This design comes from an exercise in tuning for small area, a short achievable clock period and few clock cycles per item on the open sky130 flow, not from production work.
RTL that was checked went through simulation tests only; none was proved equivalent to the original.
No activity file was given, so power comes from the tool's default toggle rates.

==> 12-26: inputs <==
## gate_fit
module gate_fit (
    input  wire         clk,
    input  wire         rst,
    input  wire         in_valid,
    output wire         in_ready,
    input  wire [31:0]  n,
    input  wire [79:0]  t1,
    input  wire [111:0] t2,
    output wire         out_valid,
    output wire [63:0]  p,
    output wire [63:0]  a,
    output wire [63:0]  f
);
    reg        a1_busy;          
    reg [5:0]  s1;               
    reg        a1_last;          
    reg        a1_x;             
    reg        a2_busy;          
    reg [4:0]  s2;               
    reg        a2_last;          
    reg        sel;              
    assign in_ready = ~a1_busy | a1_last;
    wire accept  = in_valid & in_ready;
    wire xfer    = a1_busy & a1_x;           
    wire hand    = a2_busy & a2_last;        
    wire [5:0] s1_n = accept ? 6'd0 : (a1_busy ? s1 + 6'd1 : s1);
    wire [4:0] s2_n = xfer ? 5'd0 : (a2_busy ? s2 + 5'd1 : s2);
    reg fa_0;      
    reg fa_b;      
    reg fa_17;     
    reg fa_18;     
    reg fa_19;     
    reg fb_b;      
    reg fb_16;     
    reg fb_5;      
  ...
==> flow/config.mk <==
export PLATFORM = sky130hd
export DESIGN_NAME = gate_fit
export DESIGN_NICKNAME = gate_fit
export VERILOG_FILES = /design/flow/design.v
export SDC_FILE = /design/flow/constraint.sdc
export NUM_CORES = 8
export LEC_CHECK = 0
export CAP_MARGIN = 20
export CORE_MARGIN = 2
export CORE_UTILIZATION = 50
export CTS_CLUSTER_DIAMETER = 100
export CTS_CLUSTER_SIZE = 25
export PLACE_DENSITY = 0.65
export SETUP_SLACK_MARGIN = 5
export SLEW_MARGIN = 20
==> flow/constraint.sdc <==
create_clock -name core_clock -period 10.0 [get_ports {clk}]
set_input_delay 2.0000 -clock core_clock [delete_from_list [all_inputs] [get_ports {clk}]]
set_output_delay 2.0000 -clock core_clock [all_outputs]
set_load 0.01 [all_outputs]
standard.sh (not shown) runs the stock make flow with config.mk's settings and CLKGATE_MAP_FILE= SYNTH_SCRIPT=/design/flow/synth_recipe.tcl, a recipe that flattens the netlist after the stock synthesis.
==> flow/flow/run.sh <==
#!/bin/bash
# The standard layout (the standard.sh, every step unchanged), except that
# the port buffers that global placement inserts on every input and output are
# the platform's smallest buffer, buf_1, instead of the automatically chosen one.
set -euo pipefail
cd "$(dirname "$0")/.."
bash standard.sh "BUFFER_PORTS_ARGS=-buffer_cell sky130_fd_sc_hd__buf_1" finish > standard_make.log 2>&1
==> 01-18: changes against 12-26 <==
--- a/flow/design.v
+++ b/flow/design.v
@@ -25,97 +25,51 @@
                 end
             end
         end
     endgenerate
     wire [W-1:0] gc = gl[L];
     assign s = p0 ^ {gc[W-2:0], ci};
 endmodule
-module gf_diva (
-    input  wire         clk,
-    input  wire         rst,
-    input  wire         ld,
-    input  wire         nlt2,        
-    input  wire [64:0]  e_in,        
-    input  wire [107:0] za_in,       
-    output reg          done,
-    output wire [63:0]  q
-);
-    reg        busy;
-    reg [6:0]  cb;
-    reg        fb_1;
-    wire [6:0] cb_n = ld ? 7'd0 : (busy ? cb + 7'd1 : cb);
-    always @(posedge clk) begin
-        if (rst) begin
-            busy <= 1'b0;
-            cb   <= 7'd65;
-            done <= 1'b0;
-            fb_1 <= 1'b0;
-        end else begin
-            if (ld)
-                busy <= 1'b1;
-            else if (cb == 7'd65)
-                busy <= 1'b0;
-            cb   <= cb_n;
-            done <= busy & ~ld & (cb_n == 7'd65);
-            fb_1 <= (cb_n == 7'd1);
-        end
-    end
-    reg         z_all;           
-    reg [65:0]  da;
-    reg [66:0]  ra;
-    reg [64:0]  la;
-    reg         qa;
-    wire [66:0] sa;
-    wire [66:0] op_a = {{1'b0, da[65:33]} ^ {34{~ra[66]}}, da[32:0] ^ {33{qa}}};
-    sk_add #(67) u_diva (.a({ra[65:0], la[64]}), .b(op_a), .ci(qa), .s(sa));
-    wire        qa_raw = ~sa[66];
-    wire        qa_bit = z_all ? fb_1 : qa_raw;
-    always @(posedge clk) begin
-        if (ld) begin
-            z_all <= nlt2;
-            da    <= {e_in, 1'b0};
-        end
-        ra <= ld ? {3'b0, za_in[107:44]} : sa;
-        la <= ld ? {za_in[43:0], e_in[20:0]} : {la[63:0], qa_bit};
-        qa <= ld | qa_raw;
-    end
-    assign q = {~la[63], la[62:0]};
-endmodule
-module gf_div2 (
+module gf_div3 (
     input  wire         clk,
     input  wire         rst,
     input  wire         ld,
     input  wire         nlt2,        
     input  wire         mz,          
     input  wire [95:0]  d_in,        
+    input  wire [64:0]  e_in,        
     input  wire [104:0] m3_in,       
+    input  wire [107:0] za_in,       
     input  wire [115:0] zf_in,       
     output reg          ov,
     output wire [63:0]  p,
+    output wire [63:0]  a,
     output wire [63:0]  f
 );
     reg        busy;
     reg [6:0]  cb;
-    reg        fb_0, fb_inc;
+    reg        fb_0, fb_1, fb_inc;
     wire [6:0] cb_n = ld ? 7'd0 : (busy ? cb + 7'd1 : cb);
     always @(posedge clk) begin
         if (rst) begin
             busy   <= 1'b0;
             cb     <= 7'd65;
             ov     <= 1'b0;
             fb_0   <= 1'b0;
+            fb_1   <= 1'b0;
             fb_inc <= 1'b0;
         end else begin
             if (ld)
                 busy <= 1'b1;
             else if (cb == 7'd65)
                 busy <= 1'b0;
             cb     <= cb_n;
             ov     <= busy & ~ld & (cb_n == 7'd65);
             fb_0   <= (cb_n == 7'd0);
+            fb_1   <= (cb_n == 7'd1);
             fb_inc <= (cb_n == 7'd64);
         end
     end
     reg        z_all;            
     reg        z_f;              
     reg        ovf;              
     reg [95:0]  dp;
@@ -124,40 +78,54 @@
     reg         qp;
     wire [96:0] sp;
     wire [96:0] op_p = {{1'b0, dp[95:48]} ^ {49{~rp[96]}}, dp[47:0] ^ {48{qp}}};
     sk_add #(97) u_divp (.a({rp[95:0], lp[63]}), .b(op_p), .ci(qp), .s(sp));
     wire        qp_raw = ~sp[96];
     wire [63:0] lp_inc;
     sk_add #(64) u_incp (.a({1'b0, lp[63:1]}), .b(64'd0), .ci(lp[0]), .s(lp_inc));
+    reg [65:0]  da;
+    reg [66:0]  ra;
+    reg [64:0]  la;
+    reg         qa;
+    wire [66:0] sa;
+    wire [66:0] op_a = {{1'b0, da[65:33]} ^ {34{~ra[66]}}, da[32:0] ^ {33{qa}}};
+    sk_add #(67) u_diva (.a({ra[65:0], la[64]}), .b(op_a), .ci(qa), .s(sa));
+    wire        qa_raw = ~sa[66];
     reg [105:0] df;
     reg [106:0] rf;
     reg [64:0]  lf;
     reg         qf;
     wire [106:0] sf;
     wire [106:0] op_f = {{1'b0, df[105:53]} ^ {54{~rf[106]}}, df[52:0] ^ {53{qf}}};
     sk_add #(107) u_divf (.a({rf[105:0], lf[64]}), .b(op_f), .ci(qf), .s(sf));
     wire        qf_raw = ~sf[106];
     wire qp_bit = qp_raw & ~z_all;
+    wire qa_bit = z_all ? fb_1 : qa_raw;
     wire qf_bit = (qf_raw | (ovf & ~fb_0)) & ~z_f;
     always @(posedge clk) begin
         if (ld) begin
             z_all <= nlt2;
             z_f   <= nlt2 | mz;
             dp    <= d_in;
+            da    <= {e_in, 1'b0};
             df    <= {m3_in, 1'b0};
         end
         ovf <= fb_0 ? qf_raw : ovf;
         rp <= ld ? {34'd0, m3_in[104:42]} : sp;
         lp <= ld ? {m3_in[41:0], 22'd0} : (fb_inc ? lp_inc : {lp[62:0], qp_bit});
         qp <= ld | qp_raw;
+        ra <= ld ? {3'b0, za_in[107:44]} : sa;
+        la <= ld ? {za_in[43:0], e_in[20:0]} : {la[63:0], qa_bit};
+        qa <= ld | qa_raw;
         rf <= ld ? {10'd0, zf_in[115:19]} : sf;
         lf <= ld ? {zf_in[18:0], m3_in[45:0]} : {lf[63:0], qf_bit};
         qf <= ld | qf_raw;
     end
     assign p = lp;
+    assign a = {~la[63], la[62:0]};
     assign f = lf[63:0];
 endmodule
 module gate_fit (
     input  wire         clk,
     input  wire         rst,
     input  wire         in_valid,
     output wire         in_ready,
@@ -183,56 +151,54 @@
     wire hand    = a2_busy & a2_last;        
     wire [5:0] s1_n = accept ? 6'd0 : (a1_busy ? s1 + 6'd1 : s1);
     wire [4:0] s2_n = xfer ? 5'd0 : (a2_busy ? s2 + 5'd1 : s2);
     reg fa_0;      
     reg fa_b;      
     reg fa_17;     
     reg fa_18;     
-    reg fa_19;     
     reg fb_b;      
-    reg fb_16;     
+    reg fb_17;     
     reg fb_5;      
-    reg fb_25;     
+    reg fb_26;     
     always @(posedge clk) begin
         if (rst) begin
             a1_busy <= 1'b0;
             s1      <= 6'd32;
             a1_last <= 1'b0;
             a1_x    <= 1'b0;
             a2_busy <= 1'b0;
-            s2      <= 5'd26;
+            s2      <= 5'd27;
             a2_last <= 1'b0;
             sel     <= 1'b0;
-            fa_0 <= 1'b0; fa_b <= 1'b0; fa_17 <= 1'b0; fa_18 <= 1'b0; fa_19 <= 1'b0;
-            fb_b <= 1'b0; fb_16 <= 1'b0; fb_5 <= 1'b0; fb_25 <= 1'b0;
+            fa_0 <= 1'b0; fa_b <= 1'b0; fa_17 <= 1'b0; fa_18 <= 1'b0;
+            fb_b <= 1'b0; fb_17 <= 1'b0; fb_5 <= 1'b0; fb_26 <= 1'b0;
         end else begin
             if (accept)
                 a1_busy <= 1'b1;
             else if (a1_last)
                 a1_busy <= 1'b0;
             s1      <= s1_n;
             a1_last <= (accept | (a1_busy & ~a1_last)) & (s1_n == 6'd32);
-            a1_x    <= (accept | (a1_busy & ~a1_last)) & (s1_n == 6'd17);
+            a1_x    <= (accept | (a1_busy & ~a1_last)) & (s1_n == 6'd19);
             if (xfer)
                 a2_busy <= 1'b1;
             else if (a2_last)
                 a2_busy <= 1'b0;
             s2      <= s2_n;
-            a2_last <= (xfer | (a2_busy & ~a2_last)) & (s2_n == 5'd26);
+            a2_last <= (xfer | (a2_busy & ~a2_last)) & (s2_n == 5'd27);
             if (hand)
                 sel <= ~sel;
             fa_0  <= accept;
             fa_b  <= (accept | (a1_busy & ~a1_last)) & (s1_n < 6'd17);
             fa_17 <= a1_busy & ~a1_last & (s1_n == 6'd17);
             fa_18 <= a1_busy & ~a1_last & (s1_n == 6'd18);
-            fa_19 <= a1_busy & ~a1_last & (s1_n == 6'd19);
             fb_b  <= (xfer | (a2_busy & ~a2_last)) & (s2_n < 5'd17);
-            fb_16 <= a2_busy & ~a2_last & (s2_n == 5'd16);
-            fb_5  <= a2_busy & ~a2_last & (s2_n >= 5'd17) & (s2_n < 5'd25);
-            fb_25 <= a2_busy & ~a2_last & (s2_n == 5'd25);
+            fb_17 <= a2_busy & ~a2_last & (s2_n == 5'd17);
+            fb_5  <= a2_busy & ~a2_last & (s2_n >= 5'd18) & (s2_n < 5'd26);
+            fb_26 <= a2_busy & ~a2_last & (s2_n == 5'd26);
         end
     end
     reg [31:0]  n_fix;           
     reg [33:0]  n_m;             
     reg         bm_prev;         
     reg [33:0]  n_bth;           
     reg         bth_prev;        
@@ -288,14 +254,15 @@
         acc0 <= accept ? {4'b0, n} : {{2{acc0_sum[35]}}, acc0_sum[35:2]};
         low0 <= {acc0_sum[1:0], low0[33:2]};
     end
     reg         nlt2;            
     reg [64:0]  e2;              
     reg [104:0] m3;              
     reg         m3z;             
+    reg [107:0] za;              
     reg [33:0]  n2;              
     reg         brw_d;           
     reg         bd_prev;         
     reg [67:0]  acc1;            
     reg [33:0]  low1;
     reg [115:0] xf;              
     wire [95:0] d_val = {acc1[61:0], low1};
@@ -306,62 +273,46 @@
     wire       bp_nx  = xfer ? 1'b0 : nm1[1];
     wire [1:0] nm1_nx = n2_nx - {1'b0, bw_nx};
     reg  bd_neg, bd_two, bd_one;
     wire [67:0] emul = bd_two ? {2'b0, e2, 1'b0} : (bd_one ? {3'b0, e2} : 68'd0);
     wire [67:0] acc1_sum;
     sk_add #(68) u_add1 (.a(acc1), .b(emul ^ {68{bd_neg}}), .ci(bd_neg), .s(acc1_sum));
     wire [115:0] xf_op = ({116{fb_5}}  & {xf[113:0], 2'b0}) |
-                         ({116{fb_25}} & {57'd0, m3[104:46]});
+                         ({116{fb_26}} & {57'd0, m3[104:46]});
     wire [115:0] xf_sum;
     sk_add #(116) u_addf (.a(xf), .b(xf_op), .ci(1'b0), .s(xf_sum));
     always @(posedge clk) begin
+        if (fa_17)
+            e2   <= e_val;
         if (xfer) begin
             nlt2 <= (n_fix[31:1] == 31'd0);
-            e2   <= e_val;
-        end
-        if (fa_18) begin
             m3   <= acc_m;
             m3z  <= (acc_m == 105'd0);
+            za   <= xa;
         end
         n2      <= xfer ? {2'b0, n_fix} : {2'b0, n2[33:2]};
         brw_d   <= xfer ? 1'b1 : brw_o;
         bd_prev <= xfer ? 1'b0 : nm1[1];
         bd_neg  <= nm1_nx[1] & ~(nm1_nx[0] & bp_nx);
         bd_two  <= (nm1_nx[1] & ~nm1_nx[0] & ~bp_nx) | (~nm1_nx[1] & nm1_nx[0] & bp_nx);
         bd_one  <= nm1_nx[0] ^ bp_nx;
         if (xfer) begin
             acc1 <= 68'd0;
         end else if (fb_b) begin
             acc1 <= {{2{acc1_sum[67]}}, acc1_sum[67:2]};
             low1 <= {acc1_sum[1:0], low1[33:2]};
         end
-        xf <= fb_16 ? {20'd0, acc1_sum[63:0], low1[33:2]} : xf_sum;
-    end
-    reg         sel_a;           
-    wire        da0, da1;
-    wire [63:0] qa0, qa1;
-    reg  [63:0] a_hold;          
-    always @(posedge clk) begin
-        if (rst)
-            sel_a <= 1'b0;
-        else if (a1_busy & fa_19)
-            sel_a <= ~sel_a;
-        if (da0)
-            a_hold <= qa0;
-        else if (da1)
-            a_hold <= qa1;
+        xf <= fb_17 ? {20'd0, d_val} : xf_sum;
     end
-    gf_diva u_d0 (.clk(clk), .rst(rst), .ld(a1_busy & fa_19 & ~sel_a), .nlt2(nlt2),
-                  .e_in(e2), .za_in(xa), .done(da0), .q(qa0));
-    gf_diva u_d1 (.clk(clk), .rst(rst), .ld(a1_busy & fa_19 & sel_a), .nlt2(nlt2),
-                  .e_in(e2), .za_in(xa), .done(da1), .q(qa1));
     wire        ov0, ov1;
-    wire [63:0] p0, f0, p1, f1;
-    gf_div2 u_b0 (.clk(clk), .rst(rst), .ld(hand & ~sel), .nlt2(nlt2), .mz(m3z), .d_in(d_val),
-                  .m3_in(m3), .zf_in(xf), .ov(ov0), .p(p0), .f(f0));
-    gf_div2 u_b1 (.clk(clk), .rst(rst), .ld(hand & sel), .nlt2(nlt2), .mz(m3z), .d_in(d_val),
-                  .m3_in(m3), .zf_in(xf), .ov(ov1), .p(p1), .f(f1));
+    wire [63:0] p0, a0, f0, p1, a1, f1;
+    gf_div3 u_b0 (.clk(clk), .rst(rst), .ld(hand & ~sel), .nlt2(nlt2), .mz(m3z), .d_in(d_val),
+                  .e_in(e2), .m3_in(m3), .za_in(za), .zf_in(xf),
+                  .ov(ov0), .p(p0), .a(a0), .f(f0));
+    gf_div3 u_b1 (.clk(clk), .rst(rst), .ld(hand & sel), .nlt2(nlt2), .mz(m3z), .d_in(d_val),
+                  .e_in(e2), .m3_in(m3), .za_in(za), .zf_in(xf),
+                  .ov(ov1), .p(p1), .a(a1), .f(f1));
     assign out_valid = ov0 | ov1;
     assign p = (p0 & {64{ov0}}) | (p1 & {64{ov1}});
-    assign a = a_hold;
+    assign a = (a0 & {64{ov0}}) | (a1 & {64{ov1}});
     assign f = (f0 & {64{ov0}}) | (f1 & {64{ov1}});
 endmodule
==> 06-19: changes against 12-26 <==
--- a/flow/design.v
+++ b/flow/design.v
@@ -25,97 +25,51 @@
                 end
             end
         end
     endgenerate
     wire [W-1:0] gc = gl[L];
     assign s = p0 ^ {gc[W-2:0], ci};
 endmodule
-module gf_diva (
-    input  wire         clk,
-    input  wire         rst,
-    input  wire         ld,
-    input  wire         nlt2,        
-    input  wire [64:0]  e_in,        
-    input  wire [107:0] za_in,       
-    output reg          done,
-    output wire [63:0]  q
-);
-    reg        busy;
-    reg [6:0]  cb;
-    reg        fb_1;
-    wire [6:0] cb_n = ld ? 7'd0 : (busy ? cb + 7'd1 : cb);
-    always @(posedge clk) begin
-        if (rst) begin
-            busy <= 1'b0;
-            cb   <= 7'd65;
-            done <= 1'b0;
-            fb_1 <= 1'b0;
-        end else begin
-            if (ld)
-                busy <= 1'b1;
-            else if (cb == 7'd65)
-                busy <= 1'b0;
-            cb   <= cb_n;
-            done <= busy & ~ld & (cb_n == 7'd65);
-            fb_1 <= (cb_n == 7'd1);
-        end
-    end
-    reg         z_all;           
-    reg [65:0]  da;
-    reg [66:0]  ra;
-    reg [64:0]  la;
-    reg         qa;
-    wire [66:0] sa;
-    wire [66:0] op_a = {{1'b0, da[65:33]} ^ {34{~ra[66]}}, da[32:0] ^ {33{qa}}};
-    sk_add #(67) u_diva (.a({ra[65:0], la[64]}), .b(op_a), .ci(qa), .s(sa));
-    wire        qa_raw = ~sa[66];
-    wire        qa_bit = z_all ? fb_1 : qa_raw;
-    always @(posedge clk) begin
-        if (ld) begin
-            z_all <= nlt2;
-            da    <= {e_in, 1'b0};
-        end
-        ra <= ld ? {3'b0, za_in[107:44]} : sa;
-        la <= ld ? {za_in[43:0], e_in[20:0]} : {la[63:0], qa_bit};
-        qa <= ld | qa_raw;
-    end
-    assign q = {~la[63], la[62:0]};
-endmodule
-module gf_div2 (
+module gf_div3 (
     input  wire         clk,
     input  wire         rst,
     input  wire         ld,
     input  wire         nlt2,        
     input  wire         mz,          
     input  wire [95:0]  d_in,        
+    input  wire [64:0]  e_in,        
     input  wire [104:0] m3_in,       
+    input  wire [107:0] za_in,       
     input  wire [115:0] zf_in,       
     output reg          ov,
     output wire [63:0]  p,
+    output wire [63:0]  a,
     output wire [63:0]  f
 );
     reg        busy;
     reg [6:0]  cb;
-    reg        fb_0, fb_inc;
+    reg        fb_0, fb_1, fb_inc;
     wire [6:0] cb_n = ld ? 7'd0 : (busy ? cb + 7'd1 : cb);
     always @(posedge clk) begin
         if (rst) begin
             busy   <= 1'b0;
             cb     <= 7'd65;
             ov     <= 1'b0;
             fb_0   <= 1'b0;
+            fb_1   <= 1'b0;
             fb_inc <= 1'b0;
         end else begin
             if (ld)
                 busy <= 1'b1;
             else if (cb == 7'd65)
                 busy <= 1'b0;
             cb     <= cb_n;
             ov     <= busy & ~ld & (cb_n == 7'd65);
             fb_0   <= (cb_n == 7'd0);
+            fb_1   <= (cb_n == 7'd1);
             fb_inc <= (cb_n == 7'd64);
         end
     end
     reg        z_all;            
     reg        z_f;              
     reg        ovf;              
     reg [95:0]  dp;
@@ -124,40 +78,54 @@
     reg         qp;
     wire [96:0] sp;
     wire [96:0] op_p = {{1'b0, dp[95:48]} ^ {49{~rp[96]}}, dp[47:0] ^ {48{qp}}};
     sk_add #(97) u_divp (.a({rp[95:0], lp[63]}), .b(op_p), .ci(qp), .s(sp));
     wire        qp_raw = ~sp[96];
     wire [63:0] lp_inc;
     sk_add #(64) u_incp (.a({1'b0, lp[63:1]}), .b(64'd0), .ci(lp[0]), .s(lp_inc));
+    reg [65:0]  da;
+    reg [66:0]  ra;
+    reg [64:0]  la;
+    reg         qa;
+    wire [66:0] sa;
+    wire [66:0] op_a = {{1'b0, da[65:33]} ^ {34{~ra[66]}}, da[32:0] ^ {33{qa}}};
+    sk_add #(67) u_diva (.a({ra[65:0], la[64]}), .b(op_a), .ci(qa), .s(sa));
+    wire        qa_raw = ~sa[66];
     reg [105:0] df;
     reg [106:0] rf;
     reg [64:0]  lf;
     reg         qf;
     wire [106:0] sf;
     wire [106:0] op_f = {{1'b0, df[105:53]} ^ {54{~rf[106]}}, df[52:0] ^ {53{qf}}};
     sk_add #(107) u_divf (.a({rf[105:0], lf[64]}), .b(op_f), .ci(qf), .s(sf));
     wire        qf_raw = ~sf[106];
     wire qp_bit = qp_raw & ~z_all;
+    wire qa_bit = z_all ? fb_1 : qa_raw;
     wire qf_bit = (qf_raw | (ovf & ~fb_0)) & ~z_f;
     always @(posedge clk) begin
         if (ld) begin
             z_all <= nlt2;
             z_f   <= nlt2 | mz;
             dp    <= d_in;
+            da    <= {e_in, 1'b0};
             df    <= {m3_in, 1'b0};
         end
         ovf <= fb_0 ? qf_raw : ovf;
         rp <= ld ? {34'd0, m3_in[104:42]} : sp;
         lp <= ld ? {m3_in[41:0], 22'd0} : (fb_inc ? lp_inc : {lp[62:0], qp_bit});
         qp <= ld | qp_raw;
+        ra <= ld ? {3'b0, za_in[107:44]} : sa;
+        la <= ld ? {za_in[43:0], e_in[20:0]} : {la[63:0], qa_bit};
+        qa <= ld | qa_raw;
         rf <= ld ? {10'd0, zf_in[115:19]} : sf;
         lf <= ld ? {zf_in[18:0], m3_in[45:0]} : {lf[63:0], qf_bit};
         qf <= ld | qf_raw;
     end
     assign p = lp;
+    assign a = {~la[63], la[62:0]};
     assign f = lf[63:0];
 endmodule
 module gate_fit (
     input  wire         clk,
     input  wire         rst,
     input  wire         in_valid,
     output wire         in_ready,
@@ -288,14 +256,15 @@
         acc0 <= accept ? {4'b0, n} : {{2{acc0_sum[35]}}, acc0_sum[35:2]};
         low0 <= {acc0_sum[1:0], low0[33:2]};
     end
     reg         nlt2;            
     reg [64:0]  e2;              
     reg [104:0] m3;              
     reg         m3z;             
+    reg [107:0] za;              
     reg [33:0]  n2;              
     reg         brw_d;           
     reg         bd_prev;         
     reg [67:0]  acc1;            
     reg [33:0]  low1;
     reg [115:0] xf;              
     wire [95:0] d_val = {acc1[61:0], low1};
@@ -318,50 +287,36 @@
             nlt2 <= (n_fix[31:1] == 31'd0);
             e2   <= e_val;
         end
         if (fa_18) begin
             m3   <= acc_m;
             m3z  <= (acc_m == 105'd0);
         end
+        if (fa_19)
+            za   <= xa;
         n2      <= xfer ? {2'b0, n_fix} : {2'b0, n2[33:2]};
         brw_d   <= xfer ? 1'b1 : brw_o;
         bd_prev <= xfer ? 1'b0 : nm1[1];
         bd_neg  <= nm1_nx[1] & ~(nm1_nx[0] & bp_nx);
         bd_two  <= (nm1_nx[1] & ~nm1_nx[0] & ~bp_nx) | (~nm1_nx[1] & nm1_nx[0] & bp_nx);
         bd_one  <= nm1_nx[0] ^ bp_nx;
         if (xfer) begin
             acc1 <= 68'd0;
         end else if (fb_b) begin
             acc1 <= {{2{acc1_sum[67]}}, acc1_sum[67:2]};
             low1 <= {acc1_sum[1:0], low1[33:2]};
         end
         xf <= fb_16 ? {20'd0, acc1_sum[63:0], low1[33:2]} : xf_sum;
     end
-    reg         sel_a;           
-    wire        da0, da1;
-    wire [63:0] qa0, qa1;
-    reg  [63:0] a_hold;          
-    always @(posedge clk) begin
-        if (rst)
-            sel_a <= 1'b0;
-        else if (a1_busy & fa_19)
-            sel_a <= ~sel_a;
-        if (da0)
-            a_hold <= qa0;
-        else if (da1)
-            a_hold <= qa1;
-    end
-    gf_diva u_d0 (.clk(clk), .rst(rst), .ld(a1_busy & fa_19 & ~sel_a), .nlt2(nlt2),
-                  .e_in(e2), .za_in(xa), .done(da0), .q(qa0));
-    gf_diva u_d1 (.clk(clk), .rst(rst), .ld(a1_busy & fa_19 & sel_a), .nlt2(nlt2),
-                  .e_in(e2), .za_in(xa), .done(da1), .q(qa1));
     wire        ov0, ov1;
-    wire [63:0] p0, f0, p1, f1;
-    gf_div2 u_b0 (.clk(clk), .rst(rst), .ld(hand & ~sel), .nlt2(nlt2), .mz(m3z), .d_in(d_val),
-                  .m3_in(m3), .zf_in(xf), .ov(ov0), .p(p0), .f(f0));
-    gf_div2 u_b1 (.clk(clk), .rst(rst), .ld(hand & sel), .nlt2(nlt2), .mz(m3z), .d_in(d_val),
-                  .m3_in(m3), .zf_in(xf), .ov(ov1), .p(p1), .f(f1));
+    wire [63:0] p0, a0, f0, p1, a1, f1;
+    gf_div3 u_b0 (.clk(clk), .rst(rst), .ld(hand & ~sel), .nlt2(nlt2), .mz(m3z), .d_in(d_val),
+                  .e_in(e2), .m3_in(m3), .za_in(za), .zf_in(xf),
+                  .ov(ov0), .p(p0), .a(a0), .f(f0));
+    gf_div3 u_b1 (.clk(clk), .rst(rst), .ld(hand & sel), .nlt2(nlt2), .mz(m3z), .d_in(d_val),
+                  .e_in(e2), .m3_in(m3), .za_in(za), .zf_in(xf),
+                  .ov(ov1), .p(p1), .a(a1), .f(f1));
     assign out_valid = ov0 | ov1;
     assign p = (p0 & {64{ov0}}) | (p1 & {64{ov1}});
-    assign a = a_hold;
+    assign a = (a0 & {64{ov0}}) | (a1 & {64{ov1}});
     assign f = (f0 & {64{ov0}}) | (f1 & {64{ov1}});
 endmodule
==> results.yml <==
outcome:
  outcome: "complete, no violations"
floorplan:
  tapcell.inserted: 3402
timing:
  period_needed_ps: 5177
cells_and_area:
  num_antenna_cells: 13
detailed_routing:
  wl_met2_um: 173900
power:
  pwr-share-seq_pct: 34.8
(the above is from 12-26)
==> results.yml <==
cells_and_area:
  num_antenna_cells: 14
outcome:
  outcome: "complete, no violations"
power:
  pwr-share-comb_pct: 51.4
  pwr-share-seq_pct: 34.6
floorplan:
  tapcell.inserted: 3402
detailed_routing:
  wl_met2_um: 183800
timing:
  period_needed_ps: 4924
(the above is from 06-19)
==> results.yml <==
outcome:
  outcome: "complete, no violations"
timing:
  period_needed_ps: 4993
floorplan:
  tapcell.inserted: 3515
detailed_routing:
  wl_met2_um: 173900
cells_and_area:
  num_antenna_cells: 12
(the above is from 01-18)
Testbench counts of 01-18, summed over its fixed seeds: cycles 6,992, items 192.
Testbench counts of 06-19, summed over its fixed seeds: cycles 6,968, items 192.
No functional check of the RTL was part of 12-26.

re-timing with driven ports:
No port has a modelled driver above. Below, the same layouts with a new extraction and two added sets of constraints. Step 1: set_driving_cell puts a clkbuf_16 on clk and a buf_2 on each other input, an assumption about the parent block. Step 2 times the ports against the registers' clock, not the clock port: input delays grow and output delays shrink by t, the midpoint of the rising clock arrivals with the driver on. a / b / c = no drivers / after step 1 / after step 2; a / b = the first two.
run | shift t [ns] | setup slack, ns | worst setup path after step 2
12-26 | 0.934 | 4.823 / 4.823 / 4.688 | input to register
01-18 | 0.959 | 5.007 / 5.007 / 4.693 | input to register
06-19 | 0.949 | 5.076 / 4.998 / 4.538 | input to register
After both steps every run listed still meets setup and hold. For 06-19, which loses most, drivers alone change the setup slack by -0.078 ns; drivers and shift together by -0.538 ns.
